Source: an optimization exercise on an open RTL-to-GDS flow (aim: small area, a short achievable clock period and few clock cycles per item). Production flows keep margins and buffers that such runs may drop.
Only simulation tests tie the RTL to the original design; equivalence was not proved.
Power figures rest on the tool's default switching activity, not on a simulated workload.

===== flow/run.sh =====
#!/bin/bash
# synth_recipe.tcl (not shown) runs the flow's synth.tcl, then flattens the netlist and writes it again
# the make line also repeats each setting of config.mk as NAME=value (left out here)
make -C /OpenROAD-flow-scripts/flow DESIGN_CONFIG=/design/flow/config.mk WORK_HOME=/design/flow/orfs CLKGATE_MAP_FILE= SYNTH_SCRIPT=/design/flow/synth_recipe.tcl finish

===== flow/config.mk =====
export PLATFORM = sky130hd
export DESIGN_NAME = dec_channel
export DESIGN_NICKNAME = dec_channel
export VERILOG_FILES = /design/flow/design.v
export SDC_FILE = /design/flow/constraint.sdc
export NUM_CORES = 4
export LEC_CHECK = 0
export CAP_MARGIN = 20
export CORE_MARGIN = 2
export CORE_UTILIZATION = 30
export SETUP_SLACK_MARGIN = 1.5
export SLEW_MARGIN = 20

===== flow/constraint.sdc =====
create_clock -name core_clock -period 40.0 [get_ports {clk}]
set_input_delay 8.0000 -clock core_clock [delete_from_list [all_inputs] [get_ports {clk}]]
set_output_delay 8.0000 -clock core_clock [all_outputs]
set_load 0.01 [all_outputs]

===== flow/design.v =====
module dec_channel (
    input  wire         clk,
    input  wire         rst_n,
    input  wire [2:0]   cfg_order,       
    input  wire [5:0]   cfg_decim_m1,    
    input  wire         cfg_grow,        
    input  wire [39:0]  cfg_shift,       
    input  wire [4:0]   cfg_out_shift,   
    input  wire         cfg_fir_en,
    input  wire [3:0]   cfg_taps,        
    input  wire [143:0] cfg_coef,        
    input  wire         cfg_thr_en,
    input  wire [4:0]   cfg_thr_k,       
    input  wire [7:0]   cfg_thr_persist,
    input  wire         cfg_thr_freeze,
    input  wire         cfg_thr_clr_en,
    input  wire [15:0]  cfg_thr_upper,
    input  wire [15:0]  cfg_thr_lower,
    input  wire [15:0]  cfg_thr_hyst,
    input  wire         in_valid,
    input  wire [15:0]  in_data,
    output wire         in_ready,
    output reg          out_valid,
    output reg          out_settled,
    output reg  [31:0]  out_v32,
    output reg          out_sat32,
    output reg  [15:0]  out_v16,
    output reg          out_clamp16,
    output reg  [31:0]  out_base,
    output reg          out_evt_high,
    output reg          out_evt_low,
    output reg          out_evt_clear,
    output reg  [1:0]   out_thr_state
);
    localparam [1:0] ST_NORMAL = 2'd0, ST_HIGH = 2'd1, ST_LOW = 2'd2;
    integer i;
    reg [2:0]  n_q;
    reg [5:0]  m1_q;
    reg        grow_q;
    reg [39:0] sh_q;
    reg [4:0]  os_q;
    reg        fir_q;
    reg [3:0]  taps_q;
    reg        then_q;
    reg [4:0]  k_q;
    reg [7:0]  pers_q;
    reg        frz_q;
    reg        clr_q;
    reg [15:0] up_q, lo_q, hy_q;
    reg        rst_q;
    always @(posedge clk) begin
        n_q    <= cfg_order;
        m1_q   <= cfg_decim_m1;
        grow_q <= cfg_grow;
        sh_q   <= cfg_shift;
        os_q   <= cfg_out_shift;
        fir_q  <= cfg_fir_en;
        taps_q <= cfg_taps;
        then_q <= cfg_thr_en;
        k_q    <= cfg_thr_k;
        pers_q <= (cfg_thr_persist == 8'd0) ? 8'd1 : cfg_thr_persist;
        frz_q  <= cfg_thr_freeze;
        clr_q  <= cfg_thr_clr_en;
        up_q   <= cfg_thr_upper;
        lo_q   <= cfg_thr_lower;
        hy_q   <= cfg_thr_hyst;
        rst_q  <= rst_n;
    end
    reg [2:0] clog2_m;
    always @(*) begin
        if (m1_q[5])      clog2_m = 3'd6;
        else if (m1_q[4]) clog2_m = 3'd5;
        else if (m1_q[3]) clog2_m = 3'd4;
        else if (m1_q[2]) clog2_m = 3'd3;
        else if (m1_q[1]) clog2_m = 3'd2;
        else              clog2_m = 3'd1;
    end
    reg [5:0] cs [0:9];
    always @(*) begin
        cs[0] = grow_q ? 6'd0 : {2'd0, sh_q[3:0]};
        for (i = 1; i < 10; i = i + 1)
            cs[i] = cs[i-1] + (grow_q ? 6'd0 : {2'd0, sh_q[4*i +: 4]});
    end
    reg [5:0] w_d;             
    reg [5:0] ci_d [1:4];      
    reg [5:0] cc_d [0:4];      
    reg [5:0] sa_d;            
    reg       narrow_d;        
    reg [2:0] hh_d;            
    reg [4:0] tb_d;            
    reg [4:0] setk_d;          
    reg [5:0] cl_d;
    reg signed [7:0] nb_d;
    always @(posedge clk) begin
        w_d <= 6'd16 + n_q * clog2_m;
        for (i = 1; i < 5; i = i + 1)
            ci_d[i] <= (i < n_q) ? cs[i] : cs[n_q - 3'd1];
        for (i = 0; i < 5; i = i + 1)
            cc_d[i] <= cs[n_q + i];
        cl_d <= cs[{n_q, 1'b0} - 4'd1];
        sa_d <= grow_q ? {1'b0, os_q} : cl_d;
        nb_d <= grow_q ? ($signed({2'b00, w_d}) - $signed({3'b000, os_q}) + ((os_q != 5'd0) ? 8'sd1 : 8'sd0))
                       : ($signed({2'b00, w_d}) - $signed({2'b00, cl_d}));
        narrow_d <= (nb_d <= 8'sd17);
        hh_d <= fir_q ? taps_q[3:1] : 3'd0;
        setk_d <= {2'd0, n_q} + (fir_q ? {1'b0, taps_q} : 5'd1) - 5'd1;
        tb_d <= (narrow_d ? {2'd0, hh_d} + 5'd1 : ({2'd0, hh_d} + 5'd1) * 5'd3) > {2'd0, n_q}
              ? (narrow_d ? {2'd0, hh_d} + 5'd1 : ({2'd0, hh_d} + 5'd1) * 5'd3)
              : {2'd0, n_q};
    end
    reg        in_ready_q;
    reg        in_v_q, in_t_q;
    reg [15:0] xin;
    reg [5:0]  pcnt;           
    reg [4:0]  gap;            
    assign in_ready = in_ready_q;
    wire       take     = in_valid & in_ready_q & rst_n;
    wire       is_last  = (pcnt == m1_q);
    wire [5:0] pcnt_inc = pcnt + 6'd1;
    wire [4:0] gap_inc  = (gap == 5'd31) ? 5'd31 : gap + 5'd1;
    reg  [2:0] warm;           
    wire [4:0] tb_e   = (warm == 3'd7) ? tb_d : 5'd24;
    wire rdy_nt = !((pcnt == m1_q) && (gap_inc < tb_e));
    wire rdy_t  = is_last ? 1'b1 : !((pcnt_inc == m1_q) && (gap_inc < tb_e));
    always @(posedge clk) begin
        xin    <= in_data;
        in_v_q <= take;
        in_t_q <= take & is_last;
        if (!rst_n) begin
            pcnt       <= 6'd0;
            gap        <= 5'd31;
            warm       <= 3'd0;
            in_ready_q <= 1'b1;
        end else begin
            if (warm != 3'd7) warm <= warm + 3'd1;
            if (take) begin
                pcnt <= is_last ? 6'd0 : pcnt_inc;
                gap  <= is_last ? 5'd1 : gap_inc;
            end else begin
                gap  <= gap_inc;
            end
            in_ready_q <= take ? rdy_t : rdy_nt;
        end
    end
    reg [45:0] integ [0:4];
    reg [1:0]  icy   [0:4];    
    reg [7:1]  vq, tq;         
    wire [7:0] va = {vq, in_v_q};
    wire [7:0] ta = {tq, in_t_q};
    wire [15:0] m0 = {16{1'b1}} << (grow_q ? 4'd0 : sh_q[3:0]);
    reg  [45:0] src  [0:4];
    reg  [45:0] own  [0:4];
    reg  [45:0] adv  [0:4];
    reg  [2:0]  act  [0:4];
    wire [45:0] nxt  [0:4];
    wire [1:0]  nco  [0:4];
    always @(*) begin
        for (i = 0; i < 5; i = i + 1) begin
            act[i] = va[i +: 3];
            if (i == 0) src[i] = {30'd0, xin & m0};
            else        src[i] = integ[i-1] & ({46{1'b1}} << ci_d[i]);
            adv[i] = src[i] & {{15{act[i][2]}}, {15{act[i][1]}}, {16{act[i][0]}}};
            own[i] = integ[i];
            if (i >= n_q) own[i] = integ[i] & {{15{!act[i][2]}}, {15{!act[i][1]}}, {16{!act[i][0]}}};
        end
    end
    genvar gi;
    generate
        for (gi = 0; gi < 5; gi = gi + 1) begin : g_int
            rca #(16) u_s0 (.a(own[gi][15:0]),  .b(adv[gi][15:0]),  .ci(1'b0),
                            .s(nxt[gi][15:0]),  .co(nco[gi][0]));
            rca #(15) u_s1 (.a(own[gi][30:16]), .b(adv[gi][30:16]), .ci(icy[gi][0] & act[gi][1]),
                            .s(nxt[gi][30:16]), .co(nco[gi][1]));
            rca #(15) u_s2 (.a(own[gi][45:31]), .b(adv[gi][45:31]), .ci(icy[gi][1] & act[gi][2]),
                            .s(nxt[gi][45:31]), .co());
        end
    endgenerate
    always @(posedge clk) begin
        if (!rst_q) begin
            for (i = 0; i < 5; i = i + 1) begin
                integ[i] <= 46'd0;
                icy[i]   <= 2'd0;
            end
            vq <= 7'd0;
            tq <= 7'd0;
        end else begin
            for (i = 0; i < 5; i = i + 1) begin
                integ[i] <= nxt[i];
                icy[i]   <= nco[i];
            end
            vq <= {vq[6:1], in_v_q};
            tq <= {tq[6:1], in_t_q};
        end
    end
    reg [45:0] capr;
    always @(posedge clk) begin
        if (va[4] & ta[4]) capr[15:0]  <= nxt[4][15:0];
        if (va[5] & ta[5]) capr[30:16] <= nxt[4][30:16];
        if (va[6] & ta[6]) capr[45:31] <= nxt[4][45:31];
    end
    reg [45:0] cur;
    reg [45:0] ring [0:4];
    reg [2:0]  cj;             
    reg        cbusy;
    reg        push;           
    wire       cap   = va[7] & ta[7];
    wire       cstep = cap | cbusy;
    wire [2:0] jj    = cap ? 3'd0 : cj;
    wire [45:0] xsrc = cap ? capr : cur;
    wire [45:0] xm   = xsrc & ({46{1'b1}} << cc_d[jj]);
    wire [45:0] ym   = xm - ring[0];
    always @(posedge clk) cur <= ym;    
    always @(posedge clk) begin
        if (!rst_q) begin
            for (i = 0; i < 5; i = i + 1) ring[i] <= 46'd0;
            cbusy <= 1'b0;
            cj    <= 3'd0;
            push  <= 1'b0;
        end else begin
            push <= 1'b0;
            if (cstep) begin
                for (i = 0; i < 4; i = i + 1)
                    ring[i] <= (i == n_q - 3'd1) ? xm : ring[i+1];
                ring[4] <= xm;
                if (jj == n_q - 3'd1) begin
                    cbusy <= 1'b0;
                    push  <= 1'b1;
                end else begin
                    cbusy <= 1'b1;
                    cj    <= jj + 3'd1;
                end
            end
        end
    end
    wire [45:0] yw   = cur & ~({46{1'b1}} << w_d);
    wire [46:0] ysh  = {yw, 1'b0} >> sa_d;                  
    wire [45:0] ylow = yw & ~({46{1'b1}} << sa_d);
    wire        gbit = ysh[0];
    wire        stk  = |(ylow & ~({46{1'b1}} << (sa_d - 6'd1)));
    wire        rup  = grow_q && (sa_d != 6'd0) && gbit && (stk || ysh[1]);
    wire [45:0] cval = ysh[46:1] + {45'd0, rup};
    reg [45:0] hist [0:14];
    reg [4:0]  kcnt;           
    reg        pset;           
    always @(posedge clk) begin
        if (push) begin
            hist[0] <= cval;
            for (i = 1; i < 15; i = i + 1) hist[i] <= hist[i-1];
        end
    end
    always @(posedge clk) begin
        if (!rst_q) begin
            kcnt <= 5'd0;
            pset <= 1'b0;
        end else if (push) begin
            if (kcnt != 5'd31) kcnt <= kcnt + 5'd1;
            pset <= ((kcnt + 5'd1) >= setk_d) || (kcnt == 5'd31);
        end
    end
    reg        fa;             
    reg [2:0]  fp;
    reg [1:0]  fm;
    reg [2:0]  ia;             
    reg [3:0]  ib;             
    reg [7:0]  cy;
    wire        lastp = (fp == hh_d);
    wire        lastm = narrow_d || (fm == 2'd2);
    reg  [45:0] wa, wb;
    always @(*) begin
        wa = hist[ia];
        case (ib)
            4'd1:  wb = hist[1];
            4'd2:  wb = hist[2];
            4'd3:  wb = hist[3];
            4'd4:  wb = hist[4];
            4'd5:  wb = hist[5];
            4'd6:  wb = hist[6];
            4'd7:  wb = hist[7];
            4'd8:  wb = hist[8];
            4'd9:  wb = hist[9];
            4'd10: wb = hist[10];
            4'd11: wb = hist[11];
            4'd12: wb = hist[12];
            4'd13: wb = hist[13];
            default: wb = hist[14];
        endcase
    end
    wire [53:0] wa54 = {8'd0, wa};
    wire [53:0] wb54 = {8'd0, wb};
    wire        oka  = ({2'd0, ia} < kcnt);
    wire        okb  = (fp != 3'd0) && ({1'b0, ib} < kcnt);
    wire [17:0] cha  = wa54[18*fm +: 18] & {18{oka}};
    wire [17:0] chb  = wb54[18*fm +: 18] & {18{okb}};
    wire        cin  = (fm != 2'd0) && cy[fp];
    wire [18:0] psum = {1'b0, cha} + {1'b0, chb} + {18'd0, cin};
    reg        f1_v, f1_first, f1_mpos, f1_last, f1_set;
    reg [17:0] op_q;
    reg [17:0] coef_q;
    reg        f2_done, f2_set;
    reg signed [39:0] acc;
    reg [35:0] lacc;
    always @(posedge clk) begin
        if (!rst_q) begin
            fa   <= 1'b0;
            f1_v <= 1'b0;
            f2_done <= 1'b0;
        end else begin
            if (push) begin
                fa <= 1'b1;
                fp <= 3'd0;
                fm <= 2'd0;
                ia <= hh_d;
                ib <= {1'b0, hh_d};
            end else if (fa) begin
                if (lastp) begin
                    fp <= 3'd0;
                    ia <= hh_d;
                    ib <= {1'b0, hh_d};
                    fm <= fm + 2'd1;
                    if (lastm) fa <= 1'b0;
                end else begin
                    fp <= fp + 3'd1;
                    ia <= ia - 3'd1;
                    ib <= ib + 4'd1;
                end
            end
            f1_v     <= fa;
            f1_first <= (fp == 3'd0);
            f1_mpos  <= (fm != 2'd0);
            f1_last  <= lastp && lastm;
            f1_set   <= pset;
            f2_done  <= f1_v && f1_last;
            f2_set   <= f1_set;
        end
    end
    wire signed [39:0] abase = f1_first ? (f1_mpos ? (acc >>> 18) : 40'sd0) : acc;
    always @(posedge clk) begin
        if (fa) cy[fp] <= psum[18];
        op_q   <= psum[17:0];
        coef_q <= fir_q ? cfg_coef[18*fp +: 18] : 18'h04000;
        acc <= abase + $signed(coef_q) * $signed({1'b0, op_q});
        if (f1_v && f1_first && f1_mpos) lacc <= {acc[17:0], lacc[35:18]};
    end
    wire [75:0] fsum = narrow_d ? {{36{acc[39]}}, acc} : {acc, lacc};
    wire        frup = fsum[13] && ((|fsum[12:0]) || fsum[14]);
    wire [53:0] fval = fsum[67:14] + {53'd0, frup};
    reg signed [53:0] v;
    reg        vset;
    reg        t0, t1, t2;
    reg [71:0] b;
    reg        bval;
    reg [1:0]  st;
    reg [7:0]  hc, lc;
    reg [71:0] dd;             
    reg        bcy;
    reg        cmt_q, ini_q;
    wire [71:0] vv = {{2{v[53]}}, v, 16'd0};
    always @(posedge clk) dd <= vv - b;
    wire [55:0] dhi  = dd[71:16];
    wire        in20 = (&dhi[55:19]) | ~(|dhi[55:19]);
    wire signed [19:0] d20 = in20 ? dhi[19:0] : (dhi[55] ? 20'sh80000 : 20'sh7ffff);
    wire        zlo  = |b[15:0];
    wire signed [19:0] a_up = $signed({4'd0, up_q}) + 20'sd1 - (zlo ? 20'sd1 : 20'sd0);
    wire signed [19:0] a_ch = $signed({4'd0, up_q}) - $signed({4'd0, hy_q}) + 20'sd1 - (zlo ? 20'sd1 : 20'sd0);
    wire signed [19:0] a_cl = $signed({4'd0, hy_q}) - $signed({4'd0, lo_q});
    wire signed [19:0] a_lo = -$signed({4'd0, lo_q});
    wire c_up = d20 >= a_up;            
    wire c_ch = !(d20 >= a_ch);         
    wire c_cl = d20 >= a_cl;            
    wire c_lo = !(d20 >= a_lo);         
    reg  [1:0] st_a, st_b;
    reg  [7:0] hc_b, lc_b;
    reg        ev_high, ev_low, ev_clear;
    always @(*) begin
        st_a = st;
        hc_b = hc;
        lc_b = lc;
        ev_high = 1'b0; ev_low = 1'b0; ev_clear = 1'b0;
        if ((st == ST_HIGH && c_ch) || (st == ST_LOW && c_cl)) begin
            st_a = ST_NORMAL;
            hc_b = 8'd0;
            lc_b = 8'd0;
            ev_clear = clr_q;
        end
        st_b = st_a;
        if (st_a == ST_NORMAL) begin
            if (up_q != 16'd0 && c_up) begin
                hc_b = hc_b + 8'd1;
                lc_b = 8'd0;
                if (hc_b >= pers_q) begin
                    st_b = ST_HIGH;
                    ev_high = 1'b1;
                end
            end else if (lo_q != 16'd0 && c_lo) begin
                lc_b = lc_b + 8'd1;
                hc_b = 8'd0;
                if (lc_b >= pers_q) begin
                    st_b = ST_LOW;
                    ev_low = 1'b1;
                end
            end else begin
                hc_b = 8'd0;
                lc_b = 8'd0;
            end
        end
    end
    wire evl = then_q && vset && bval;      
    wire ini = then_q && vset && !bval;     
    wire cmt = evl && (st_b == ST_NORMAL || !frz_q);
    wire [35:0] dsh  = dd[51:0] >> k_q;                            
    wire [4:0]  km1  = k_q - 5'd1;
    wire [15:0] dgs  = dd[15:0] >> km1;
    wire        bg   = dgs[0];                                     
    wire        bs   = |(dd[14:0] & ~({15{1'b1}} << km1));         
    wire        brup = bg && (bs || (dsh[0] ^ b[0]));
    wire [36:0] bn0  = {1'b0, b[35:0]} + {1'b0, dsh[35:0]} + {36'd0, brup};
    wire [35:0] dsh1 = $signed(dd[71:36]) >>> k_q;
    wire [35:0] bn1  = b[71:36] + dsh1 + {35'd0, bcy};
    wire [55:0] bhi   = b[71:16];
    wire        brnd  = b[15] && ((|b[14:0]) || b[16]);
    wire        bin32 = (&bhi[55:31]) | ~(|bhi[55:31]);
    wire [31:0] bsat  = bin32 ? ((bhi[31:0] == 32'h7fffffff && brnd) ? 32'h7fffffff : bhi[31:0] + {31'd0, brnd})
                              : (bhi[55] ? 32'h80000000 : 32'h7fffffff);
    wire        vin32 = (&v[53:31]) | ~(|v[53:31]);
    wire [31:0] vsat  = vin32 ? v[31:0] : (v[53] ? 32'h80000000 : 32'h7fffffff);
    always @(posedge clk) begin
        if (f2_done) begin
            v    <= fval;
            vset <= f2_set;
        end
        if (t1) begin
            bcy   <= bn0[36];
            cmt_q <= cmt;
            ini_q <= ini;
            if (ini)      b[35:0] <= vv[35:0];
            else if (cmt) b[35:0] <= bn0[35:0];
        end
        if (t2) begin
            if (ini_q)      b[71:36] <= vv[71:36];
            else if (cmt_q) b[71:36] <= bn1;
        end
        out_settled   <= vset;
        out_v32       <= vsat;
        out_sat32     <= !vin32;
        out_v16       <= v[53] ? 16'd0 : (|v[53:16]) ? 16'hffff : v[15:0];
        out_clamp16   <= v[53] || (|v[53:16]);
        out_base      <= ini ? vsat : bsat;
        out_evt_high  <= evl && ev_high;
        out_evt_low   <= evl && ev_low;
        out_evt_clear <= evl && ev_clear;
        out_thr_state <= evl ? st_b : st;
    end
    always @(posedge clk) begin
        if (!rst_q) begin
            t0 <= 1'b0; t1 <= 1'b0; t2 <= 1'b0;
            bval <= 1'b0;
            st <= ST_NORMAL;
            hc <= 8'd0;
            lc <= 8'd0;
            out_valid <= 1'b0;
        end else begin
            t0 <= f2_done;
            t1 <= t0;
            t2 <= t1;
            out_valid <= t1;
            if (t1) begin
                if (ini) bval <= 1'b1;
                if (evl) begin
                    st <= st_b;
                    hc <= hc_b;
                    lc <= lc_b;
                end
            end
        end
    end
endmodule
module rca #(parameter W = 16) (
    input  wire [W-1:0] a,
    input  wire [W-1:0] b,
    input  wire         ci,
    output wire [W-1:0] s,
    output wire         co
);
    wire [W:0] c;
    assign c[0] = ci;
    genvar k;
    generate
        for (k = 0; k < W; k = k + 1) begin : g_bit
            assign s[k]   = a[k] ^ b[k] ^ c[k];
            assign c[k+1] = (a[k] & b[k]) | (c[k] & (a[k] ^ b[k]));
        end
    endgenerate
    assign co = c[W];
endmodule

==> impl_metrics.toml, run 1 <==
[outcome]
outcome = "timing/DRC/antenna clean"

[floorplanning]
die_area_um2 = 422000
io_pins = 377
core_area_um2 = 416000
start_util_pct = 30.1
core.rowCount = 237
fp.dieH_um = 650
fp.dieW_um = 650

[sta]
fmax_mhz = 81.7
tns_ps = 0
worstMarginPinSlew_ps = 1360
setup_viol = 0
skew_ps = 158
min_period_ps = 12240
grt_setup_unrepaired = "false"
final.setup.worst_slack_ps = 27760
relSlewSlack_pct = 9.39
finalMaxSlewViolations = 0
whs_ps = 347
period_share_pct = 30.6
hold_viol_final = 0

[routing]
drt-pass1-iter-count = 7
viasPerCell = 5.41
drc = 0
vias = 102000
wl_mm = 438
drt-initial-drc-count = 10600
ant_nets = 0
wl_per_cell_um = 23.1

[critical_path]
max_stage_delay_ps = 810
crit_family = "XOR/XNOR gates"
crit_slowest_cell = "xnor2_1"
crit_type = "register to register"
path_max_fanout = 51
critPathCaptureType = "register"
worst-path-buf-inv = 6
critPathArrivalTime_ps = 13110
critical_path_required_ps = 40860
cp-start-kind = "register"
critPathMostFrequentCell = "ha_1"

[placed_design]
place_hpwl_mm = 317
port_buffers = 376
pre_cts_ws_ps = 28010
gp_congestion = 0.959

[final_layout]
fin_nets = 14600
final_cell_mix = "nand2_1 (1620), dfxtp_1 (1037), edfxtp_1 (927)"
area_growth_pct = 13.7
fill_cells = 42400
layout-drive-gt1-share_pct = 7.11
mostFrequentLayoutCell = "nand2_1"

[yosys]
synthTopCellsByArea = "edfxtp_1 (22%), dfxtp_1 (17%), fa_1 (8.1%)"
ys_ff_latch = 1980
yosysSeqAreaShare_pct = 39.1
synth_area_per_cell_um2 = 9.54
syn-cell-area_um2 = 125000
synth_async_sr_flop_share_pct = 0
synthDistinctLibCells = 119
yosys.area.top_type_share_pct = 22.2
yosysWarnings = 23
synth_top_area_cell = "edfxtp_1"
synthCells = 13100
syn_nets = 14600
synthFlopType = "dfxtp_1"
synth-edff-count = 927

[cts]
htree_levels = 4
root_buffer = "clkbuf_16"
clock-sinks = 1980
clk_latency_ps = 1010
cts_resized = 0
clkTransAtPathRegs_ps = 60
hold_buffers = 0
numCtsBuffers = 226
ctsLongestPathBuffers = 4
cts_tree = "built"
post_cts_buffers = 0

[worst_hold_path]
min-delay-path-class = "register to register"

[global_route]
first_global_vias = 100000
grt_usage_pct = 20.0
antenna_found_initial = 18
grt_pass1_wl_mm = 652
grt_max_degree = 266
overflow = 0

[pwr]
p_int_w = 0.00424
p_comb_share_pct = 32.5
switchingPower_w = 0.00244
switching_share_pct = 36.5
power_frac_seq_pct = 35.2
leakagePower_nw = 54.3
power_frac_clock_pct = 32.3
p_per_area_nw_per_um2 = 47.0
ir_drop_mv = 0.0425

[run]
drv_cap = 0
==> Yosys cell counts, drive strengths merged, types with 203 or more instances <==
cell       n
nand2   1623
dfxtp   1053
edfxtp   927
nor2     924
inv      827
a21oi    694
ha       673
clkbuf   657
o21ai    543
and2     510
fa       506
nand3    362
xnor2    324
a21o     237
a22oi    203
==> through the flow <==
stage	utilization, %	std cells	cell area (um2)	power, W
after global placement	32.3	18400	134000	0.00451
after CTS	34.1	18800	142000	0.00668
final	34.2	18900	142000	0.00668
after detailed placement	32.3	18400	134000	0.00451
after floorplan	-	13100	125000	0.00381
after global routing	34.2	18900	142000	0.00701
==> power by group through the flow <==
stage / Sequential [W] / Combinational, W / Clock, W
6_report: 0.00235 / 0.00217 / 0.00216
2_1_floorplan: 0.00231 / 0.00151 / 0
3_3_place_gp: 0.00240 / 0.00211 / 0
4_1_cts: 0.00235 / 0.00213 / 0.00220
5_1_grt: 0.00236 / 0.00237 / 0.00228
3_5_place_dp: 0.00240 / 0.00212 / 0
==> registers in the layout, indices dropped and copies added, names as in the netlist, 18 cells and up <==
signal and cells:
v 54, integ 230, sh_q 40, dd 72, b 72, hist 690
out_v32 32, capr 46, ring 230, cc_d 30, cur 46, op_q 18
out_base 32, lacc 36, ci_d 24, acc 40, coef_q 18
==> final timing paths <==
path                       endpoint  slack [ps]  depth (start not counted)              startpoint
min reg2reg  hist[13][23]$_DFFE_PP_         350                          0  hist[12][23]$_DFFE_PP_
max reg2reg      ci_d[4][3]$_DFF_P_       27760                         31          grow_q$_DFF_P_
min          hist[13][23]$_DFFE_PP_         350                          0  hist[12][23]$_DFFE_PP_
max              ci_d[4][3]$_DFF_P_       27760                         31          grow_q$_DFF_P_
==> per-layer routing <==
layer / vias to the layer above / wire length, um / GRT usage, %
met1: 50000 / 179000 / 25.6
met5: - / 45 / 0
met3: 923 / 31100 / 2.98
li1: 47200 / - / -
met4: 2 / 25100 / 9.99
met2: 4275 / 202000 / 32.9
==> worst reg2reg max path: cells and delay by family (launching register included) <==
family,cells,cell delay (ps)
xor gates and xnor gates,8,4430
AOI/OAI and AO/OA,6,1530
buffers and inverters,6,1960
adders and majority gates,9,3420
and+or+nand+nor,1,370
muxes,1,160
DFF,1,310
==> cell families (layout without fill, tap and decap cells) <==
family,after synthesis,in the layout,share of synthesized area (%)
xor gates and xnor gates,514,514,3.66
muxes,364,364,3.98
AOI/OAI and AO/OA,3023,3023,16.5
buffers and inverters,1622,1852,5.18
DFF,1980,1980,39.1
other,0,81,0
and+or+nand+nor,4437,4437,16.7
adders and majority gates,1181,1181,14.8
==> area by class of cell <==
cell class,instances,area [um2],area share (%)
repair buffers,601,5520,3.88
clock inverters,124,1380,0.966
multi-input cells,9519,69900,49.2
clock buffers,294,6280,4.41
diodes,81,203,0.142
well taps,5497,6880,4.83
inverters,833,3130,2.20
flip-flops and latches,1980,48900,34.4
Testbench counts, summed over its fixed seeds: cycles 18,619, items 16,384.
==> run 2: changes to the inputs <==
--- a/flow/design.v
+++ b/flow/design.v
@@ -77,7 +77,24 @@
     end
+    reg [5:0] g  [0:9];
     reg [5:0] cs [0:9];
+    reg [5:0] p1, p3, p5, p7, p9, p57;
     always @(*) begin
-        cs[0] = grow_q ? 6'd0 : {2'd0, sh_q[3:0]};
-        for (i = 1; i < 10; i = i + 1)
-            cs[i] = cs[i-1] + (grow_q ? 6'd0 : {2'd0, sh_q[4*i +: 4]});
+        for (i = 0; i < 10; i = i + 1)
+            g[i] = grow_q ? 6'd0 : {2'd0, sh_q[4*i +: 4]};
+        p1  = g[0] + g[1];
+        p3  = g[2] + g[3];
+        p5  = g[4] + g[5];
+        p7  = g[6] + g[7];
+        p9  = g[8] + g[9];
+        p57 = p5 + p7;
+        cs[0] = g[0];
+        cs[1] = p1;
+        cs[2] = p1 + g[2];
+        cs[3] = p1 + p3;
+        cs[4] = cs[3] + g[4];
+        cs[5] = cs[3] + p5;
+        cs[6] = cs[5] + g[6];
+        cs[7] = cs[3] + p57;
+        cs[8] = cs[7] + g[8];
+        cs[9] = cs[7] + p9;
     end
@@ -95,7 +112,9 @@
         w_d <= 6'd16 + n_q * clog2_m;
-        for (i = 1; i < 5; i = i + 1)
-            ci_d[i] <= (i < n_q) ? cs[i] : cs[n_q - 3'd1];
+        ci_d[1] <= cs[1];
+        ci_d[2] <= cs[2];
+        ci_d[3] <= (n_q == 3'd3) ? cs[2] : cs[3];
+        ci_d[4] <= (n_q == 3'd3) ? cs[2] : (n_q == 3'd4) ? cs[3] : cs[4];
         for (i = 0; i < 5; i = i + 1)
-            cc_d[i] <= cs[n_q + i];
-        cl_d <= cs[{n_q, 1'b0} - 4'd1];
+            cc_d[i] <= (n_q == 3'd3) ? cs[3 + i] : (n_q == 3'd4) ? cs[4 + i] : cs[(5 + i) % 10];
+        cl_d <= (n_q == 3'd3) ? cs[5] : (n_q == 3'd4) ? cs[7] : cs[9];
         sa_d <= grow_q ? {1'b0, os_q} : cl_d;
@@ -163,3 +182,3 @@
             own[i] = integ[i];
-            if (i >= n_q) own[i] = integ[i] & {{15{!act[i][2]}}, {15{!act[i][1]}}, {16{!act[i][0]}}};
+            if (i >= 3 && i >= n_q) own[i] = integ[i] & {{15{!act[i][2]}}, {15{!act[i][1]}}, {16{!act[i][0]}}};
         end
@@ -210,10 +229,18 @@
     wire [45:0] xm   = xsrc & ({46{1'b1}} << cc_d[jj]);
-    wire [45:0] ym   = xm - ring[0];
+    reg         cfirst;        
+    wire [45:0] ym   = xm - (ring[0] & {46{!cfirst}});
     always @(posedge clk) cur <= ym;    
     always @(posedge clk) begin
+        if (cstep) begin
+            for (i = 0; i < 4; i = i + 1)
+                ring[i] <= (i == n_q - 3'd1) ? xm : ring[i+1];
+            ring[4] <= xm;
+        end
+    end
+    always @(posedge clk) begin
         if (!rst_q) begin
-            for (i = 0; i < 5; i = i + 1) ring[i] <= 46'd0;
-            cbusy <= 1'b0;
-            cj    <= 3'd0;
-            push  <= 1'b0;
+            cfirst <= 1'b1;
+            cbusy  <= 1'b0;
+            cj     <= 3'd0;
+            push   <= 1'b0;
         end else begin
@@ -221,6 +248,4 @@
             if (cstep) begin
-                for (i = 0; i < 4; i = i + 1)
-                    ring[i] <= (i == n_q - 3'd1) ? xm : ring[i+1];
-                ring[4] <= xm;
                 if (jj == n_q - 3'd1) begin
+                    cfirst <= 1'b0;
                     cbusy <= 1'b0;
==> flow/flow/run.sh (new file) <==
#!/bin/bash
# The standard layout (the standard.sh, unchanged synthesis and steps),
# with buf_2 as the cell for the port buffers instead of the buffer the
# placer picks by default. Every port still gets its buffer.
set -euo pipefail
export BUFFER_PORTS_ARGS="-buffer_cell sky130_fd_sc_hd__buf_2"
bash standard.sh > flow.log 2>&1
==> flow/standard.sh (new file) <==
#!/bin/bash
# synth_recipe.tcl (not shown) runs the flow's synth.tcl, then flattens the netlist and writes it again
# the make line also repeats each setting of config.mk as NAME=value (left out here)
make -C /OpenROAD-flow-scripts/flow DESIGN_CONFIG=/design/flow/config.mk WORK_HOME=/design/flow/orfs CLKGATE_MAP_FILE= SYNTH_SCRIPT=/design/flow/synth_recipe.tcl "${@:-finish}"
removed: flow/run.sh
==> run 2 against run 1 <==
Clock power is 4% lower. First-iteration DRC count is 9.9% lower. Sequential power is 2% higher. Maximum frequency is 15% higher. Routed wire length is 11% lower. Sequential cell count stayed put. Global-route usage is 1.7 points lower. Synthesized cell count is 10% lower. Sequential share of layout area is 3.2 points higher. Via count is 9.3% lower. Largest cell class unchanged.
==> impl_metrics.toml, run 2 <==
[cts]
htree_levels = 4
numCtsBuffers = 220
cts_resized = 0
clkTransAtPathRegs_ps = 60
clk_latency_ps = 960
hold_buffers = 0
cts_tree = "built"
clock-sinks = 1980
root_buffer = "clkbuf_16"
ctsLongestPathBuffers = 4
post_cts_buffers = 0

[final_layout]
layout-drive-gt1-share_pct = 11.7
largest_registers = "hist: 690 flops, integ: 230 flops, ring: 230 flops"
final_area_um2 = 136000
final_cell_mix = "nand2_1 (1198), edfxtp_1 (1157), inv_1 (861)"
area_growth_pct = 12.4
finalNonFillerCells = 17600
largest_reg_flops = 690
mostFrequentLayoutCell = "nand2_1"
regMostFlops = "hist"
fin_nets = 13400

[routing]
ant_nets = 0
viasPerCell = 5.29
drt-pass1-iter-count = 7
drt-initial-drc-count = 9549
wl_per_cell_um = 22.1
wl_mm = 388
drc = 0
vias = 92800

[global_route]
antenna_found_initial = 16
grt_pass1_wl_mm = 578
overflow = 0
first_global_vias = 90600
grt_usage_pct = 18.3
grt_max_degree = 190

[critical_path]
critPathCaptureType = "register"
crit_type = "register to register"
path_max_fanout = 36
crit_slowest_cell = "nor2_1"
critPathArrivalTime_ps = 11190
cp-start-kind = "register"
max_stage_delay_ps = 790
critPathMostFrequentCell = "ha_1"
critical_path_required_ps = 40500

[worst_hold_path]
min-delay-path-class = "register to register"

[floorplanning]
fp.dieH_um = 640
die_area_um2 = 409000
fp.dieW_um = 640
core_area_um2 = 403000
start_util_pct = 30.1
io_pins = 377
core.rowCount = 233

[yosys]
yosysSeqAreaShare_pct = 42.2
synth_async_sr_flop_share_pct = 0
ys_ff_latch = 1980
synthDistinctLibCells = 114
synthCells = 11800
synthTopCellsByCount = "nand2_1 (1202), edfxtp_1 (1157), inv_1 (863)"
synth.most_common_cell = "nand2_1"
synth_top_area_cell = "edfxtp_1"
synthTopCellsByArea = "edfxtp_1 (29%), dfxtp_1 (14%), fa_1 (8.6%)"
synthFlopType = "edfxtp_1"
synth_area_per_cell_um2 = 10.3
yosys.area.top_type_share_pct = 28.7
synth-edff-count = 1157
yosysWarnings = 25
syn-cell-area_um2 = 121000
syn_nets = 13300

[outcome]
outcome = "timing/DRC/antenna clean"

[sta]
relSlewSlack_pct = 18.1
worstMarginPinSlew_ps = 1230
period_share_pct = 26.7
skew_ps = 129
tns_ps = 0
min_period_ps = 10690
setup_viol = 0
finalMaxSlewViolations = 0
fmax_mhz = 93.5
grt_setup_unrepaired = "false"
final.setup.worst_slack_ps = 29310
hold_viol_final = 0

[placed_design]
place_inst = 17100
pre_cts_ws_ps = 29590
gp_congestion = 0.976
port_buffers = 376
place_hpwl_mm = 282
dpl_cell_area_um2 = 129000

[pwr]
leakagePower_nw = 53.0
p_per_area_nw_per_um2 = 45.6
ir_drop_mv = 0.0392

[run]
drv_cap = 0
[run 2: cells by family after synthesis]
group | Yosys count | share of synthesized area (%)
simple gates | 3505 | 13.9
compound gates | 2607 | 14.5
xor+xnor | 516 | 3.73
fa+ha+maj | 1194 | 15.6
mux | 507 | 5.40
buf+inv | 1487 | 4.76
flops | 1980 | 42.2
[run 2: through the flow]
| step | hold WS [ps] | total power, W | utilization (%) |
|---|---|---|---|
| global route | 354 | 0.00653 | 33.8 |
| finish | 351 | 0.00622 | 33.8 |
| floorplan | 382 | 0.00362 | - |
| detailed placement | 389 | 0.00415 | 32.0 |
| global placement | 385 | 0.00414 | 32.0 |
| CTS | 340 | 0.00624 | 33.8 |
[run 2: report_power, final]
group	leakage, nW	switching, W	internal, W
combinational	32.1	0.00109	0.000654
sequential	17.3	0.000137	0.00226
clock	3.63	0.000887	0.00119
[run 2: critical path, delay by kind of cell (launching register included)]
family | cells | cell delay (ps)
flops | 1 | 490
buf+inv | 5 | 1130
fa+ha+maj | 7 | 1730
compound gates | 21 | 3260
simple gates | 13 | 3470
xor+xnor | 1 | 140
[run 2: path summary, 6_finish.rpt]
kind,from,endpoint,slack [ps],cells after the start
max,b[0]$_SDFFCE_PP0P_,b[18]$_DFFE_PP_,29310,47
min,hist[12][43]$_DFFE_PP_,hist[13][43]$_DFFE_PP_,350,0
max reg2reg,b[0]$_SDFFCE_PP0P_,b[18]$_DFFE_PP_,29310,47
min reg2reg,hist[12][43]$_DFFE_PP_,hist[13][43]$_DFFE_PP_,350,0
[run 2: routing by layer]
metal  wire length (um)  vias to the layer above  part of all wire [%]  GRT usage, %
met4              19700                        2                   5.1          8.38
met2             179000                     3861                    46          29.8
li1                   -                    42600                     -             -
met1             160000                    45600                    41          24.0
met5                 12                        -                0.0031             0
met3              28900                      828                   7.5          2.77
[run 2: area by class of cell]
cell class | count | area (um2)
flip-flops and latches | 1980 | 51300
diodes | 15 | 37.5
repair buffers | 538 | 3130
multi-input cells | 8329 | 64400
clock inverters | 111 | 1050
well taps | 5405 | 6760
inverters | 875 | 3300
clock buffers | 299 | 6310
fillers | 40700 | 266000
Testbench counts of run 2, summed over its fixed seeds: cycles 18,619, items 16,384.
==> run 3: changes to the inputs <==
--- a/flow/design.v
+++ b/flow/design.v
@@ -361,2 +361,25 @@
     wire signed [39:0] abase = f1_first ? (f1_mpos ? (acc >>> 18) : 40'sd0) : acc;
+    reg  [39:0] brow [0:8];
+    reg  [39:0] bneg;
+    reg  [2:0]  bd;
+    reg  [18:0] bmag;
+    reg         bn;
+    reg  [19:0] bpp;
+    wire [18:0] hx = {coef_q, 1'b0};
+    always @(*) begin
+        bneg = 40'd0;
+        for (i = 0; i < 9; i = i + 1) begin
+            bd = hx[2*i +: 3];
+            bn = bd[2] & ~(bd[1] & bd[0]);
+            case (bd)
+                3'b001, 3'b010, 3'b101, 3'b110: bmag = {1'b0, op_q};
+                3'b011, 3'b100:                 bmag = {op_q, 1'b0};
+                default:                        bmag = 19'd0;
+            endcase
+            bpp = bn ? ~{1'b0, bmag} : {1'b0, bmag};
+            brow[i] = {20'd0, ~bpp[19], bpp[18:0]} << (2 * i);
+            bneg = bneg | ({39'd0, bn} << (2 * i));
+        end
+    end
+    localparam [39:0] BK = 40'd0 - (40'd1 << 19) * 40'd87381;
     always @(posedge clk) begin
@@ -365,3 +388,4 @@
         coef_q <= fir_q ? cfg_coef[18*fp +: 18] : 18'h04000;
-        acc <= abase + $signed(coef_q) * $signed({1'b0, op_q});
+        acc <= abase + brow[0] + brow[1] + brow[2] + brow[3] + brow[4] + brow[5]
+             + brow[6] + brow[7] + brow[8] + bneg + BK;
         if (f1_v && f1_first && f1_mpos) lacc <= {acc[17:0], lacc[35:18]};
@@ -386,11 +410,14 @@
     wire signed [19:0] d20 = in20 ? dhi[19:0] : (dhi[55] ? 20'sh80000 : 20'sh7ffff);
-    wire        zlo  = |b[15:0];
-    wire signed [19:0] a_up = $signed({4'd0, up_q}) + 20'sd1 - (zlo ? 20'sd1 : 20'sd0);
-    wire signed [19:0] a_ch = $signed({4'd0, up_q}) - $signed({4'd0, hy_q}) + 20'sd1 - (zlo ? 20'sd1 : 20'sd0);
-    wire signed [19:0] a_cl = $signed({4'd0, hy_q}) - $signed({4'd0, lo_q});
-    wire signed [19:0] a_lo = -$signed({4'd0, lo_q});
-    wire c_up = d20 >= a_up;            
-    wire c_ch = !(d20 >= a_ch);         
-    wire c_cl = d20 >= a_cl;            
-    wire c_lo = !(d20 >= a_lo);         
+    wire        zlo  = |b[15:0];      
+    reg signed [19:0] uh_d, hl_d, nl_d;
+    always @(posedge clk) begin
+        uh_d <= $signed({4'd0, up_q}) - $signed({4'd0, hy_q});
+        hl_d <= $signed({4'd0, hy_q}) - $signed({4'd0, lo_q});
+        nl_d <= -$signed({4'd0, lo_q});
+    end
+    wire signed [19:0] up20 = $signed({4'd0, up_q});
+    wire c_up = zlo ? (d20 >= up20) : (d20 > up20);       
+    wire c_ch = !(zlo ? (d20 >= uh_d) : (d20 > uh_d));    
+    wire c_cl = d20 >= hl_d;                              
+    wire c_lo = d20 < nl_d;                               
     reg  [1:0] st_a, st_b;
--- a/flow/config.mk
+++ b/flow/config.mk
@@ -8,4 +8,9 @@
 export CAP_MARGIN = 20
+export CELL_PAD_IN_SITES_DETAIL_PLACEMENT = 1
+export CELL_PAD_IN_SITES_GLOBAL_PLACEMENT = 1
 export CORE_MARGIN = 2
 export CORE_UTILIZATION = 30
+export CTS_CLUSTER_DIAMETER = 100
+export CTS_CLUSTER_SIZE = 20
+export PLACE_DENSITY = 0.45
 export SETUP_SLACK_MARGIN = 1.5
==> run 3 against run 2 <==
Still clean on timing, DRC and antenna. Register-to-register slack improved by 1700 ps. Largest power group is now combinational cells. Area after synthesis decreased by 1.6%. Via count decreased by 3.3%. Sequential power increased by 4%. Maximum frequency increased by 13%. Global-route usage increased by 4.3 points. Count of clock-buffer cells in the layout decreased by 100. Final cell count decreased by 3.8%. Critical path type is now register to output port. Power increased by 10%. Sequential cell count increased by 54.
==> impl_metrics.toml, run 3 <==
[outcome]
outcome = "timing/DRC/antenna clean"

[floorplanning]
fp.dieH_um = 635
io_pins = 377
core_area_um2 = 396000
core.rowCount = 231
die_area_um2 = 403000
start_util_pct = 30.1
fp.dieW_um = 635

[global_route]
busiest_layer = "met2"
antenna_found_initial = 17
overflow = 0
grt_usage_pct = 22.7
grt_max_degree = 141
grt_pass1_wl_mm = 679
grt_use_met3_pct = 1.94
first_global_vias = 95600
met2_usage_pct = 39.2
use_met1_pct = 29.7

[routing]
viasPerCell = 5.32
drc = 0
drt-pass1-iter-count = 6
vias = 89800
wl_mm = 465
wl_per_cell_um = 27.6
drt-initial-drc-count = 6118
ant_nets = 0

[critical_path]
crit_slowest_cell = "dfxtp_1"
worst-path-buf-inv = 1
crit_family = "flip-flops"
path_max_fanout = 4
max_stage_delay_ps = 430
cp-start-kind = "register"
critical_path_required_ps = 32000
critPathArrivalTime_ps = 1500
worstSetupStartpoint = "in_ready_q$_SDFF_PN1_"
rrSetupSlack_ps = 31010
crit_type = "register to output port"
critPathCaptureType = "output port"
r2r-start = "dd[68]$_DFF_P_"
path_cells = "buf_2"

[cts]
root_buffer = "clkbuf_16"
clk_latency_ps = 930
clkTransAtPathRegs_ps = 90
post_cts_buffers = 0
clock-sinks = 2034
ctsLongestPathBuffers = 4
numCtsBuffers = 147
cts_tree = "built"
cts_resized = 0
hold_buffers = 0
htree_levels = 4

[final_layout]
final_area_um2 = 132000
largest_reg_flops = 690
finalNonFillerCells = 16900
fill_cells = 44000
regMostFlops = "hist"
largest_registers = "hist: 690 flops, integ: 230 flops, ring: 230 flops"
layout-drive-gt1-share_pct = 11.6
mostFrequentLayoutCell = "edfxtp_1"
fin_nets = 12800
area_growth_pct = 10.5
multi_input_area_um2 = 61900
final_cell_mix = "edfxtp_1 (1157), nand2_1 (973), dfxtp_1 (860)"
register_area_um2 = 52300

[yosys]
syn_nets = 12700
yosys.area.top_type_share_pct = 29.1
synth.most_common_cell = "edfxtp_1"
synth-edff-count = 1157
synth_top_area_cell = "edfxtp_1"
synthCells = 11400
synth_async_sr_flop_share_pct = 0
syn-cell-area_um2 = 119000
yosysSeqAreaShare_pct = 43.9
ys_ff_latch = 2034
synthFlopType = "edfxtp_1"
synthTopCellsByArea = "edfxtp_1 (29%), dfxtp_1 (15%), ha_1 (6.6%)"
yosysWarnings = 27
synth_area_per_cell_um2 = 10.5
synthDistinctLibCells = 117
synthTopCellsByCount = "edfxtp_1 (1157), nand2_1 (977), dfxtp_1 (877)"

[sta]
whs_ps = 397
worstMarginPinSlew_ps = 1230
min_period_ps = 9500
period_share_pct = 23.7
setup_viol = 0
fmax_mhz = 105
finalMaxSlewViolations = 0
tns_ps = 0
grt_setup_unrepaired = "false"
hold_viol_final = 0
final.setup.worst_slack_ps = 30500
skew_ps = 104
relSlewSlack_pct = 16.9

[placed_design]
gp_congestion = 0.886
port_buffers = 376
place_inst = 16600
place_hpwl_mm = 344
pre_cts_ws_ps = 30640
dpl_cell_area_um2 = 127000

[pwr]
ir_drop_mv = 0.0764
p_per_area_nw_per_um2 = 52.1
leakagePower_nw = 50.4

[worst_hold_path]
hp-start = "hist[11][45]$_DFFE_PP_"
min-delay-path-class = "register to register"

[run]
drv_cap = 0
-- run 3: changes by cell type after synthesis, moves of 121 or more --
cell / previous run / this run
nand2_1: 1202 / 977
fa_1: 522 / 382
inv_1: 863 / 721
nor2b_1: 124 / 245
nor2_1: 736 / 557
a22oi_1: 150 / 340
-- run 3: where the power goes --
group	switching (W)	leakage (nW)	internal (W)	total [W]
Combinational	0.00167	30.4	0.00107	0.00274
Clock	0.000871	2.28	0.000758	0.00163
Sequential	0.000156	17.7	0.00234	0.00249
-- run 3: final timing paths --
kind	end	cells past startpoint
min reg2reg	hist[12][45]$_DFFE_PP_	0
max reg2reg	b[31]$_DFFE_PP_	28
min	hist[12][45]$_DFFE_PP_	0
max	in_ready	1
-- run 3: cells by family after synthesis --
family / synth area share, %
and+or+nand+nor: 12.6
AOI/OAI and AO/OA: 15.4
DFF: 43.9
buffers and inverters: 4.43
adders and majority gates: 13.1
xor gates and xnor gates: 4.67
muxes: 5.98
-- run 3: cell type report --
cell class | count | area share, %
inverter | 732 | 2.09
sequential | 2034 | 39.7
timing repair buffer | 571 | 2.56
clock buffer | 199 | 3.05
antenna | 46 | 0.0874
tap | 5242 | 4.98
clock inverter | 60 | 0.550
multi-input combinational | 7999 | 46.9
-- run 3: routing by layer --
layer	vias to the layer above	share of wire (%)
met5	-	0.0047
li1	41400	-
met4	4	3.7
met1	46100	44
met3	472	3.4
met2	1802	49
-- run 3: stage by stage --
stage	power, W	util (%)
floorplan	0.00437	-
global placement	0.00529	32.0
detailed placement	0.00531	32.0
CTS	0.00698	33.2
global route	0.00734	33.3
finish	0.00686	33.3
Testbench counts of run 3, summed over its fixed seeds: cycles 18,619, items 16,384.
==> run 4: changes to the inputs <==
--- a/flow/design.v
+++ b/flow/design.v
@@ -48,3 +48,4 @@
     reg        clr_q;
-    reg [15:0] up_q, lo_q, hy_q;
+    reg [15:0] up_q;
+    reg        lnz_q;          
     reg        rst_q;
@@ -64,4 +65,3 @@
         up_q   <= cfg_thr_upper;
-        lo_q   <= cfg_thr_lower;
-        hy_q   <= cfg_thr_hyst;
+        lnz_q  <= (cfg_thr_lower != 16'd0);
         rst_q  <= rst_n;
@@ -125,5 +125,4 @@
         setk_d <= {2'd0, n_q} + (fir_q ? {1'b0, taps_q} : 5'd1) - 5'd1;
-        tb_d <= (narrow_d ? {2'd0, hh_d} + 5'd1 : ({2'd0, hh_d} + 5'd1) * 5'd3) > {2'd0, n_q}
-              ? (narrow_d ? {2'd0, hh_d} + 5'd1 : ({2'd0, hh_d} + 5'd1) * 5'd3)
-              : {2'd0, n_q};
+        tb_d <= !narrow_d ? ({2'd0, hh_d} + 5'd1) * 5'd3 + 5'd4
+              : ({2'd0, hh_d} + 5'd1 > {2'd0, n_q}) ? {2'd0, hh_d} + 5'd1 : {2'd0, n_q};
     end
@@ -140,3 +139,3 @@
     reg  [2:0] warm;           
-    wire [4:0] tb_e   = (warm == 3'd7) ? tb_d : 5'd24;
+    wire [4:0] tb_e   = (warm == 3'd7) ? tb_d : 5'd28;
     wire rdy_nt = !((pcnt == m1_q) && (gap_inc < tb_e));
@@ -325,3 +324,2 @@
     reg signed [39:0] acc;
-    reg [35:0] lacc;
     always @(posedge clk) begin
@@ -390,5 +388,4 @@
              + brow[6] + brow[7] + brow[8] + bneg + BK;
-        if (f1_v && f1_first && f1_mpos) lacc <= {acc[17:0], lacc[35:18]};
     end
-    wire [75:0] fsum = narrow_d ? {{36{acc[39]}}, acc} : {acc, lacc};
+    wire [75:0] fsum = narrow_d ? {{36{acc[39]}}, acc} : {acc, v[35:0]};    
     wire        frup = fsum[13] && ((|fsum[12:0]) || fsum[14]);
@@ -413,5 +410,5 @@
     always @(posedge clk) begin
-        uh_d <= $signed({4'd0, up_q}) - $signed({4'd0, hy_q});
-        hl_d <= $signed({4'd0, hy_q}) - $signed({4'd0, lo_q});
-        nl_d <= -$signed({4'd0, lo_q});
+        uh_d <= $signed({4'd0, cfg_thr_upper}) - $signed({4'd0, cfg_thr_hyst});
+        hl_d <= $signed({4'd0, cfg_thr_hyst}) - $signed({4'd0, cfg_thr_lower});
+        nl_d <= -$signed({4'd0, cfg_thr_lower});
     end
@@ -445,3 +442,3 @@
                 end
-            end else if (lo_q != 16'd0 && c_lo) begin
+            end else if (lnz_q && c_lo) begin
                 lc_b = lc_b + 8'd1;
@@ -478,2 +475,3 @@
     always @(posedge clk) begin
+        if (f1_v && f1_first && f1_mpos) v[35:0] <= {acc[17:0], v[35:18]};
         if (f2_done) begin
@@ -516,3 +514,3 @@
             t2 <= t1;
-            out_valid <= t1;
+            out_valid <= t1 & rst_n;    
             if (t1) begin
==> run 4 against run 3 <==
Still clean on timing, DRC and antenna. First-iteration DRC count is 17% higher. Routed wire length is 3.5% higher. Worst setup slack got worse by 960 ps. Critical endpoint is now uh_d[14]$_DFF_P_.
==> impl_metrics.toml, run 4 <==
[final_layout]
layout-drive-gt1-share_pct = 12.0
final_util_pct = 33.3
largest_registers = "hist: 690 flops, integ: 230 flops, ring: 230 flops"
final_cell_mix = "edfxtp_1 (1121), nand2_1 (993), dfxtp_1 (828)"
largest_reg_flops = 690
regMostFlops = "hist"
mostFrequentLayoutCell = "edfxtp_1"
area_growth_pct = 10.7
fin_nets = 12900

[routing]
vias = 92400
drt-initial-drc-count = 7187
dr_wl_met2_mm = 228
wl_mm = 482
met3_length_mm = 20.5
wl_met1_mm = 218
top_layer = "met5"
ant_nets = 0
wl_per_cell_um = 28.4
viasPerCell = 5.45
drc = 0
drt-pass1-iter-count = 8

[floorplanning]
fp.dieH_um = 631
io_pins = 377
core_area_um2 = 392000
die_area_um2 = 398000
fp.dieW_um = 631
start_util_pct = 30.1
core.rowCount = 230

[sta]
relSlewSlack_pct = 20.6
fmax_mhz = 95.6
tns_ps = 0
min_period_ps = 10460
period_share_pct = 26.2
finalMaxSlewViolations = 0
whs_ps = 382
worstMarginPinSlew_ps = 1190
hold_viol_final = 0
setup_viol = 0
grt_setup_unrepaired = "false"
skew_ps = 105

[cts]
cts_tree = "built"
hold_buffers = 0
clkTransAtPathRegs_ps = 80
clk_latency_ps = 920
numCtsBuffers = 144
post_cts_buffers = 0
ctsLongestPathBuffers = 4
cts_resized = 0
clock-sinks = 1967
root_buffer = "clkbuf_16"
htree_levels = 4

[critical_path]
crit_type = "input port to register"
critPathArrivalTime_ps = 11180
path_cells = "buf_2 > inv_1 > ha_1 > fa_1 > nor2b_1 > o21ai_0 > a21boi_0 > o21ai_0 > a21boi_0 > o21ai_0 > a21boi_0 > o21a_1 > o41ai_1 > o21ai_0 > xor2_1"
worst-path-buf-inv = 2
path_max_fanout = 2
max_stage_delay_ps = 480
cp-start-kind = "input port"
crit_slowest_cell = "o41ai_1"
critPathCaptureType = "register"
critPathMostFrequentCell = "o21ai_0"
crit_family = "compound AO/OA/AOI/OAI gates"
critical_path_required_ps = 40720

[global_route]
overflow = 0
grt_pass1_wl_mm = 699
first_global_vias = 96500
antenna_found_initial = 26
grt_usage_pct = 23.6
grt_max_degree = 190

[yosys]
yosysSeqAreaShare_pct = 42.9
synthDistinctLibCells = 107
syn-cell-area_um2 = 118000
synth-compound-area-share_pct = 16.1
yosysWarnings = 27
synth_top_area_cell = "edfxtp_1"
synthTopCellsByCount = "edfxtp_1 (1121), nand2_1 (998), dfxtp_1 (846)"
synthTopCellsByArea = "edfxtp_1 (29%), dfxtp_1 (14%), ha_1 (6.7%)"
synth_xor_area_share_pct = 4.63
synthFlopType = "edfxtp_1"
synth_area_per_cell_um2 = 10.3
synth_top_family_by_area = "compound AO/OA/AOI/OAI gates"
synth_async_sr_flop_share_pct = 0
synth.most_common_cell = "edfxtp_1"
synth-edff-count = 1121
synthCells = 11500
synthAdderAreaFrac_pct = 13.2
synth_mux_area_share_pct = 5.82
ys_ff_latch = 1967
yosys.area_share.simple_pct = 12.9
yosys.area.top_type_share_pct = 28.5
syn_nets = 12800

[pwr]
leakagePower_nw = 50.1
p_per_area_nw_per_um2 = 52.5
ir_drop_mv = 0.0696

[placed_design]
port_buffers = 376
place_hpwl_mm = 364
gp_congestion = 0.899

[worst_hold_path]
min-delay-path-class = "register to register"

[run]
drv_cap = 0

[outcome]
outcome = "timing/DRC/antenna clean"
## run 4: changes by cell type after synthesis, moves of 31 or more
cell / delta
edfxtp_1: -36
nor2_1: +173
nor3_1: +43
a22oi_1: -32
dfxtp_1: -31
nor2b_1: -121
a31oi_1: +31
a21o_1: -32
## run 4: layer usage
metal | global-route usage [%] | vias up
met4 | 6.77 | 4
met1 | 32.3 | 47800
met5 | 0 | -
met3 | 2.38 | 495
li1 | - | 41900
met2 | 39.4 | 2187
## run 4: worst register-to-register path, delay by kind of cell, from the launching register on
kind / cells / cell delay [ps]
AND/OR/NAND/NOR: 9 / 3330
AO/OA/AOI/OAI: 14 / 3190
adder cells (fa/ha/maj): 3 / 900
buffers and inverters: 2 / 730
flip-flops: 1 / 450
XOR/XNOR: 1 / 190
## run 4: per-stage QoR
step	instances	worst slack, ps	area, um2	total power [W]
floorplan	11500	21290	118000	0.00436
detailed placement	16700	28650	126000	0.00529
finish	16900	29540	131000	0.00685
CTS	16900	29570	131000	0.00693
global placement	16700	28600	126000	0.00527
global route	16900	29130	131000	0.00732
## run 4: power breakdown
part	switching [W]	leakage, nW	internal, W
sequential	0.000137	17.1	0.00225
combinational	0.00177	30.7	0.00110
clock	0.000842	2.28	0.000748
## run 4: path summary, 6_finish.rpt
kind	from	end	slack, ps	depth (start not counted)
max	cfg_thr_upper[0]	uh_d[14]$_DFF_P_	29540	15
min	hist[9][28]$_DFFE_PP_	hist[10][28]$_DFFE_PP_	380	0
max reg2reg	dd[63]$_DFF_P_	b[33]$_DFFE_PP_	30800	29
min reg2reg	hist[9][28]$_DFFE_PP_	hist[10][28]$_DFFE_PP_	380	0
## run 4: final cells by class
cell class	instances	area, um2
Antenna cell	16	40.0
Inverter	712	2690
Clock inverter	57	674
Multi-Input combinational cell	8160	62300
Timing Repair Buffer	621	3730
Sequential cell	1967	50600
Clock buffer	187	4000
Fill cell	43700	261000
Tap cell	5220	6530
## run 4: cells by family after synthesis
| group | Yosys count |
|---|---|
| AOI/OAI and AO/OA | 2815 |
| and+or+nand+nor | 3179 |
| adders and majority gates | 1013 |
| xor gates and xnor gates | 624 |
| buffers and inverters | 1369 |
| DFF | 1967 |
| muxes | 529 |
Testbench counts of run 4, summed over its fixed seeds: cycles 18,619, items 16,384.
==> run 5: changes to the inputs <==
--- a/flow/design.v
+++ b/flow/design.v
@@ -48,4 +48,3 @@
     reg        clr_q;
-    reg [15:0] up_q;
-    reg        lnz_q;          
+    reg [15:0] up_q, lo_q, hy_q;
     reg        rst_q;
@@ -65,3 +64,4 @@
         up_q   <= cfg_thr_upper;
-        lnz_q  <= (cfg_thr_lower != 16'd0);
+        lo_q   <= cfg_thr_lower;
+        hy_q   <= cfg_thr_hyst;
         rst_q  <= rst_n;
@@ -403,3 +403,27 @@
     wire [71:0] vv = {{2{v[53]}}, v, 16'd0};
-    always @(posedge clk) dd <= vv - b;
+    wire [71:0] nb = ~b;
+    wire [71:0] dd0, dd1;
+    wire [3:0]  dc0, dc1;
+    wire [71:0] dnx;
+    wire [4:0]  dsel;
+    assign dsel[0] = 1'b1;
+    genvar gd;
+    generate
+        for (gd = 0; gd < 4; gd = gd + 1) begin : g_dsub
+            rca #(18) u_d0 (.a(vv[18*gd +: 18]), .b(nb[18*gd +: 18]), .ci(1'b0),
+                            .s(dd0[18*gd +: 18]), .co(dc0[gd]));
+            if (gd == 0) begin : g_b0
+                assign dd1[17:0] = 18'd0;
+                assign dc1[0] = 1'b0;
+                rca #(18) u_d1 (.a(vv[17:0]), .b(nb[17:0]), .ci(1'b1),
+                                .s(dnx[17:0]), .co(dsel[1]));
+            end else begin : g_bn
+                rca #(18) u_d1 (.a(vv[18*gd +: 18]), .b(nb[18*gd +: 18]), .ci(1'b1),
+                                .s(dd1[18*gd +: 18]), .co(dc1[gd]));
+                assign dnx[18*gd +: 18] = dsel[gd] ? dd1[18*gd +: 18] : dd0[18*gd +: 18];
+                assign dsel[gd+1] = dsel[gd] ? dc1[gd] : dc0[gd];
+            end
+        end
+    endgenerate
+    always @(posedge clk) dd <= dnx;
     wire [55:0] dhi  = dd[71:16];
@@ -410,5 +434,5 @@
     always @(posedge clk) begin
-        uh_d <= $signed({4'd0, cfg_thr_upper}) - $signed({4'd0, cfg_thr_hyst});
-        hl_d <= $signed({4'd0, cfg_thr_hyst}) - $signed({4'd0, cfg_thr_lower});
-        nl_d <= -$signed({4'd0, cfg_thr_lower});
+        uh_d <= $signed({4'd0, up_q}) - $signed({4'd0, hy_q});
+        hl_d <= $signed({4'd0, hy_q}) - $signed({4'd0, lo_q});
+        nl_d <= -$signed({4'd0, lo_q});
     end
@@ -442,3 +466,3 @@
                 end
-            end else if (lnz_q && c_lo) begin
+            end else if (lo_q != 16'd0 && c_lo) begin
                 lc_b = lc_b + 8'd1;
@@ -514,3 +538,3 @@
             t2 <= t1;
-            out_valid <= t1 & rst_n;    
+            out_valid <= t1;
             if (t1) begin
--- a/flow/config.mk
+++ b/flow/config.mk
@@ -11,6 +11,6 @@
 export CORE_MARGIN = 2
-export CORE_UTILIZATION = 30
+export CORE_UTILIZATION = 45
 export CTS_CLUSTER_DIAMETER = 100
 export CTS_CLUSTER_SIZE = 20
-export PLACE_DENSITY = 0.45
+export PLACE_DENSITY = 0.55
 export SETUP_SLACK_MARGIN = 1.5
==> run 5 against run 4 <==
Non-clock buffer count shrank 53. Utilization is 16 points higher. Cell area is 3.6% lower. Area after synthesis decreased by 1.1%. Sequential share of layout area up 1.9 points. Global-route usage up 7.0 points. Register-to-register slack lost 15000 ps. Highest routed layer unchanged.
==> impl_metrics.toml, run 5 <==
[outcome]
outcome = "timing/DRC/antenna clean"

[sta]
hold_viol_final = 0
worstMarginPinSlew_ps = 1170
final.setup.worst_slack_ps = 15480
grt_setup_unrepaired = "false"
finalMaxSlewViolations = 0
period_share_pct = 61.3
fmax_mhz = 40.8
relSlewSlack_pct = 21.3
skew_ps = 99.0
min_period_ps = 24520
whs_ps = 419
setup_viol = 0
tns_ps = 0

[pwr]
p_per_area_nw_per_um2 = 50.5
ir_drop_mv = 0.0811
leakagePower_nw = 48.6

[global_route]
grt_pass1_wl_mm = 614
overflow = 0
antenna_found_initial = 31
grt_max_degree = 199
grt_usage_pct = 30.6
first_global_vias = 93700

[run]
drv_cap = 0

[critical_path]
reg2reg_to = "dd[71]$_DFF_P_"
crit_slowest_cell = "edfxtp_1"
critPathArrivalTime_ps = 25230
path_max_fanout = 4
worst-path-buf-inv = 2
crit_family = "adder cells"
worstSetupPathDepth = 75
cp-start-kind = "register"
critPathCaptureType = "register"
crit_type = "register to register"
critPathMostFrequentCell = "fa_1"
critical_path_required_ps = 40710
crit_path_end = "dd[71]$_DFF_P_"
worstSetupStartpoint = "b[0]$_SDFFCE_PP0P_"
reg2reg_depth = 75
max_stage_delay_ps = 430
r2r-start = "b[0]$_SDFFCE_PP0P_"
rrSetupSlack_ps = 15480

[cts]
cts_tree = "built"
htree_levels = 3
hold_buffers = 0
cts_resized = 0
clk_latency_ps = 850
root_buffer = "clkbuf_16"
clock-sinks = 1998
ctsLongestPathBuffers = 3
clkTransAtPathRegs_ps = 90
numCtsBuffers = 121
post_cts_buffers = 0

[worst_hold_path]
min-delay-path-class = "register to register"
holdPathStages = 0

[yosys]
synthTopCellsByArea = "edfxtp_1 (29%), dfxtp_1 (15%), fa_1 (7.5%)"
syn-cell-area_um2 = 117000
synth.most_common_cell = "edfxtp_1"
synth_area_per_cell_um2 = 10.5
yosysWarnings = 27
yosys.area.top_type_share_pct = 28.8
synthTopCellsByCount = "edfxtp_1 (1121), nand2_1 (984), dfxtp_1 (877)"
syn_nets = 12500
yosysSeqAreaShare_pct = 43.9
synthFlopType = "edfxtp_1"
synth_top_area_cell = "edfxtp_1"
synth-edff-count = 1121
synthDistinctLibCells = 106
synthCells = 11100
synth_async_sr_flop_share_pct = 0
ys_ff_latch = 1998

[final_layout]
regMostFlops = "hist"
layout-drive-gt1-share_pct = 11.2
fin_nets = 12500
mostFrequentLayoutCell = "edfxtp_1"
final_cell_mix = "edfxtp_1 (1121), nand2_1 (980), dfxtp_1 (860)"
largest_reg_flops = 690
fill_cells = 28100
final_area_um2 = 126000
largest_registers = "hist: 690 flops, integ: 230 flops, ring: 230 flops"
area_growth_pct = 7.80

[routing]
drc = 0
viasPerCell = 6.12
drt-pass1-iter-count = 8
ant_nets = 0
wl_mm = 412
vias = 89900
drt-initial-drc-count = 8070
wl_per_cell_um = 28.0

[placed_design]
dpl_cell_area_um2 = 122000
place_hpwl_mm = 304
gp_congestion = 0.953
port_buffers = 376
pre_cts_ws_ps = 15500

[floorplanning]
fp.dieW_um = 513
fp.dieH_um = 513
core.rowCount = 186
die_area_um2 = 264000
core_area_um2 = 257000
io_pins = 377
start_util_pct = 45.4
==> run 5: cell count changes after synthesis, sizes merged, moves of 23 or more <==
| cell | previous run | this run |
|---|---|---|
| a21o | 227 | 186 |
| a21oi | 617 | 546 |
| buf | 179 | 150 |
| dfxtp | 846 | 877 |
| fa | 383 | 435 |
| ha | 628 | 591 |
| inv | 705 | 762 |
| nand3 | 320 | 236 |
| nand4 | 94 | 129 |
| nor2 | 730 | 694 |
| o21ai | 553 | 510 |
| xnor2 | 431 | 398 |
| xor2 | 193 | 170 |
==> run 5: report_power, final <==
group          internal [W]  switching (W)  total [W]
logic               0.00101        0.00157    0.00258
clock network      0.000602       0.000759    0.00136
registers           0.00228       0.000132    0.00241
==> run 5: layout make-up <==
class | count | area [um2] | share of cell area [%]
repair buffers | 568 | 3380 | 2.69
clock inverters | 33 | 445 | 0.354
clock buffers | 187 | 3360 | 2.67
multi-input cells | 7746 | 60300 | 47.9
well taps | 3384 | 4230 | 3.36
diodes | 10 | 25.0 | 0.0199
flip-flops and latches | 1998 | 51300 | 40.7
inverters | 771 | 2900 | 2.30
==> run 5: logic make-up (layout without fill, tap and decap cells) <==
group           Yosys count  in the layout  synth area share [%]
xor+xnor                568            568                  4.26
compound gates         2575           2575                  14.9
fa+ha+maj              1033           1033                  13.9
simple gates           3018           3018                  12.3
buf+inv                1400           1559                  4.66
flops                  1998           1998                  43.9
mux                     552            552                  6.09
other cells               0             10                     0
==> run 5: metrics by stage <==
step / total power, W / cells / util (%)
2_1_floorplan: 0.00423 / 11100 / -
4_1_cts: 0.00639 / 14700 / 48.9
6_report: 0.00635 / 14700 / 48.9
5_1_grt: 0.00675 / 14700 / 48.9
3_3_place_gp: 0.00495 / 14500 / 47.4
3_5_place_dp: 0.00502 / 14500 / 47.4
==> run 5: worst register-to-register path: cells and delay by family, from the launching register on <==
family / cells / cell delay (ps)
fa+ha+maj: 67 / 23110
simple gates: 1 / 130
xor+xnor: 2 / 290
mux: 1 / 150
flops: 1 / 430
compound gates: 2 / 160
buf+inv: 2 / 140
==> run 5: routing by layer <==
layer | share of wire, % | vias to the layer above | GRT usage [%]
met5 | 0.0085 | - | 0
li1 | - | 40300 | -
met3 | 5.8 | 714 | 3.29
met1 | 41 | 45800 | 40.2
met4 | 4.4 | 6 | 12.1
met2 | 48 | 3035 | 51.8
==> run 5: worst min path at each step <==
stage	start	endpoint	slack, ps
after global placement	nb_d[7]$_DFF_P_	narrow_d$_DFF_P_	390
after CTS	f1_set$_DFFE_PP_	f2_set$_DFFE_PP_	420
after floorplan	lo_q[0]$_DFF_P_	nl_d[0]$_DFF_P_	370
final	f1_set$_DFFE_PP_	f2_set$_DFFE_PP_	420
after global routing	t0$_SDFF_PN0_	t1$_SDFF_PN0_	420
after detailed placement	f1_set$_DFFE_PP_	f2_set$_DFFE_PP_	410
Testbench counts of run 5, summed over its fixed seeds: cycles 18,619, items 16,384.

## static timing again, ports no longer ideal
The results above use ideal ports. As a check the final layouts listed here were re-extracted and re-timed, cells and wires unchanged. Step 1, drivers: a clkbuf_16 drives clk and a buf_2 each remaining input, both assumed. Step 2 times the ports against the registers' clock, not the clock port: input delays grow and output delays shrink by t, the midpoint of the rising clock arrivals with the driver on. a / b / c = no drivers / after step 1 / after step 2; a / b = the first two.
run	t (ns)	setup slack, ns	worst register clock-pin slew, ns
run 1	1.046	27.755 / 27.755 / 27.755	0.07 / 0.07
run 2	1.002	29.306 / 29.306 / 29.306	0.08 / 0.08
run 3	0.996	30.500 / 30.391 / 30.638	0.10 / 0.10
run 4	0.974	29.539 / 29.623 / 28.650	0.09 / 0.09
run 5	0.913	15.479 / 15.479 / 15.479	0.10 / 0.10
After both steps every run listed still meets setup and hold. The setup slack of run 4, which loses most, moves by +0.084 ns with the drivers and by -0.889 ns with both steps.
